This design comes from an exercise in tuning for small area, a short achievable clock period and few clock cycles per item on the open sky130 flow, not from production work. RTL that was checked went through simulation tests only; none was proved equivalent to the original.

the previous run:
==> flow/design.v (excerpt) <==
module cz_quant (
    input             clk,
    input             rst,           
    input             in_valid,
    output            in_ready,
    input      [31:0] in_d,          
    input             in_ident,      
    input       [2:0] in_table,      
    input       [4:0] in_width,      
    input       [2:0] in_dither,     
    input      [15:0] in_fn,         
    input       [2:0] in_word,       
    input      [19:0] in_entry,      
    input             in_zero,       
    output     [14:0] tbl_addr,      
    input      [15:0] tbl_data0,     
    input      [15:0] tbl_data1,     
    output reg        out_valid,
    input             out_ready,
    output reg [15:0] out_word,
    output reg [31:0] out_y          
);
Size: ~350 flip-flops, about 0.039 mm2 of cells after synthesis.
clock: 140.0 ns
lec_check: 0
abc_area: 1
cap_margin: 20
core_margin: 2
core_utilization: 60
slew_margin: 20
standard.sh (not shown) runs the stock make flow with config.mk's settings and CLKGATE_MAP_FILE= SYNTH_SCRIPT=/design/flow/synth_recipe.tcl, a recipe that flattens the netlist after the stock synthesis.
==> flow/flow/run.sh <==
#!/bin/bash
# The standard layout (standard.sh), with two changes:
# - ABC maps the synthesised logic with area-oriented mapping (amap, then
#   buffering and gate sizing; flow/abc_area.script) instead of ORFS's default
#   abc_area.script. Registers, their names and cell types are the standard
#   synthesis's, since ABC sees only combinational logic.
# - every input and output port still gets its own buffer, but a plain
#   sky130_fd_sc_hd__buf_1 instead of the delay cell buffer_ports picks.
set -euo pipefail
rm -rf scripts_area
cp -r "$FLOW_HOME/scripts" scripts_area
cp flow/abc_area.script scripts_area/abc_area.script
bash standard.sh finish SCRIPTS_DIR="$PWD/scripts_area" \
  BUFFER_PORTS_ARGS="-buffer_cell sky130_fd_sc_hd__buf_1" > layout.log 2>&1
==> flow/flow/abc_area.script <==
strash
dch
amap
topo
stime -c
buffer -c
upsize -c
dnsize -c
For the current run, these inputs were changed with respect to the previous run:
diff --git a/flow/design.v b/flow/design.v
--- a/flow/design.v
+++ b/flow/design.v
@@ -47,53 +47,16 @@
                 end
             end
         end
     endgenerate
     wire [N-1:0] c = gv[L*N+N-1:L*N] | (pv[L*N+N-1:L*N] & {N{ci}});
     assign s  = p ^ {c[N-2:0], ci};
     assign co = c[N-1];
 endmodule
-module cz_addbk #(
-    parameter N = 8
-) (
-    input  [N-1:0] a,
-    input  [N-1:0] b,
-    input          ci,
-    output [N-1:0] s,
-    output         co
-);
-    localparam L = (N <= 2) ? 1 : (N <= 4) ? 2 : (N <= 8) ? 3 : (N <= 16) ? 4 :
-                   (N <= 32) ? 5 : (N <= 64) ? 6 : 7;
-    localparam NL = 2 * L - 1;
-    wire [N-1:0] p = a ^ b;
-    wire [N*(NL+1)-1:0] gv;
-    wire [N*(NL+1)-1:0] pv;
-    assign gv[N-1:0] = (a & b) | {{(N-1){1'b0}}, p[0] & ci};
-    assign pv[N-1:0] = p;
-    genvar v, i;
-    generate
-        for (v = 0; v < NL; v = v + 1) begin : g_lvl
-            localparam integer D  = (v < L) ? (1 << v) : (1 << (NL - 1 - v));
-            for (i = 0; i < N; i = i + 1) begin : g_bit
-                if ((v < L) ? (((i + 1) % (2 * D)) == 0)
-                            : ((((i + 1 - D) % (2 * D)) == 0) && (i >= 3 * D - 1))) begin : g_op
-                    assign gv[(v+1)*N+i] = gv[v*N+i] | (pv[v*N+i] & gv[v*N+i-D]);
-                    assign pv[(v+1)*N+i] = pv[v*N+i] & pv[v*N+i-D];
-                end else begin : g_pass
-                    assign gv[(v+1)*N+i] = gv[v*N+i];
-                    assign pv[(v+1)*N+i] = pv[v*N+i];
-                end
-            end
-        end
-    endgenerate
-    wire [N-1:0] c = gv[NL*N+N-1:NL*N];
-    assign s  = p ^ {c[N-2:0], ci};
-    assign co = c[N-1];
-endmodule
 module cz_por #(
     parameter N = 8
 ) (
     input  [N-1:0] x,
     output [N-1:0] p
 );
     localparam L = (N <= 2) ? 1 : (N <= 4) ? 2 : (N <= 8) ? 3 : (N <= 16) ? 4 :
                    (N <= 32) ? 5 : (N <= 64) ? 6 : 7;
@@ -624,17 +587,17 @@
     assign s425 = c276 ^ s347 ^ c346;
     assign c426 = (c276 & s347) | (c346 & (c276 ^ s347));
     assign s427 = 1'b1 ^ s349 ^ c348;
     assign c428 = (1'b1 & s349) | (c348 & (1'b1 ^ s349));
     assign s429 = pp[223] ^ ~ng[7] ^ c350;
     assign c430 = (pp[223] & ~ng[7]) | (c350 & (pp[223] ^ ~ng[7]));
     wire [39:0] r0 = {s429, s427, s425, s423, s421, s419, s417, s415, s413, s411, s409, s407, s405, s403, s401, s399, s397, s395, s393, s391, s389, s387, s385, s383, s381, s379, s377, s375, s373, s371, s369, s367, s365, s363, s361, s359, s357, s355, s353, ex[0]};
     wire [39:0] r1 = {c428, c426, c424, c422, c420, c418, c416, c414, c412, c410, c408, c406, c404, c402, c400, c398, c396, c394, c392, c390, c388, c386, c384, c382, c380, c378, c376, c374, c372, c370, c368, c366, c364, c362, c360, c358, c356, c354, c352, s351};
-    cz_addbk #(.N(40)) u_fin (.a(r0), .b(r1), .ci(1'b0), .s(p), .co());
+    cz_add #(.N(40)) u_fin (.a(r0), .b(r1), .ci(1'b0), .s(p), .co());
 endmodule
 module cz_xstep (
     input  [30:0] d,
     input         ident,
     input         zero,        
     output [11:0] idx,
     output [23:0] op_a,
     output [7:0]  k
Notes after the runs:
Changes observed in the current run relative to the previous run: cell area about even, count of placed standard cells in the final layout, fillers left out rose 37, post-synthesis share of cell area spent on full adders, half adders and majority gates fell 0.73 points.
Per the comparison of the current run with the previous run, maximum frequency increased about 3.3%; post-route met1 wirelength went up by 1700 um; area of the multi-input gates now larger.
The current run vs. the previous run: global-route wire length before repair picked up an extra 2.7%; clock period minus worst slack went down; via count of the first global-routing pass saw a decrease; sequential share of layout area essentially unchanged.
The count of routing violations after the opening detailed-route iteration in the current run sits 517 above the value recorded for the previous run.
Testbench counts of the current run, summed over its fixed seeds: cycles 16,040, items 16,000.
The RTL of the previous run was laid out without a check of its function.

[re-timing with driven ports]
The results above use ideal ports. As a check the final layouts listed here were re-extracted and re-timed, cells and wires unchanged. Step 1, drivers: a clkbuf_16 drives clk and a buf_2 each remaining input, both assumed. Step 2 adds t to the input delays and takes it off the output delays; t is the mean of the earliest and latest rising clock arrival at the registers after step 1. Input paths then give back, and output paths get back, about the clock's delay inside the block. Slacks: ideal / step 1 / step 2; pairs: ideal / step 1.
run | t (ns) | setup slack, ns | worst hold slack (ns)
the previous run | 0.645 | 109.926 / 109.926 / 109.926 | 0.417 / 0.417 / 0.417
the current run | 0.588 | 110.894 / 110.837 / 110.769 | 0.415 / 0.415 / 0.415
After both steps every run listed still meets setup and hold. For the current run, which loses most, drivers alone change the setup slack by -0.057 ns; drivers and shift together by -0.125 ns.
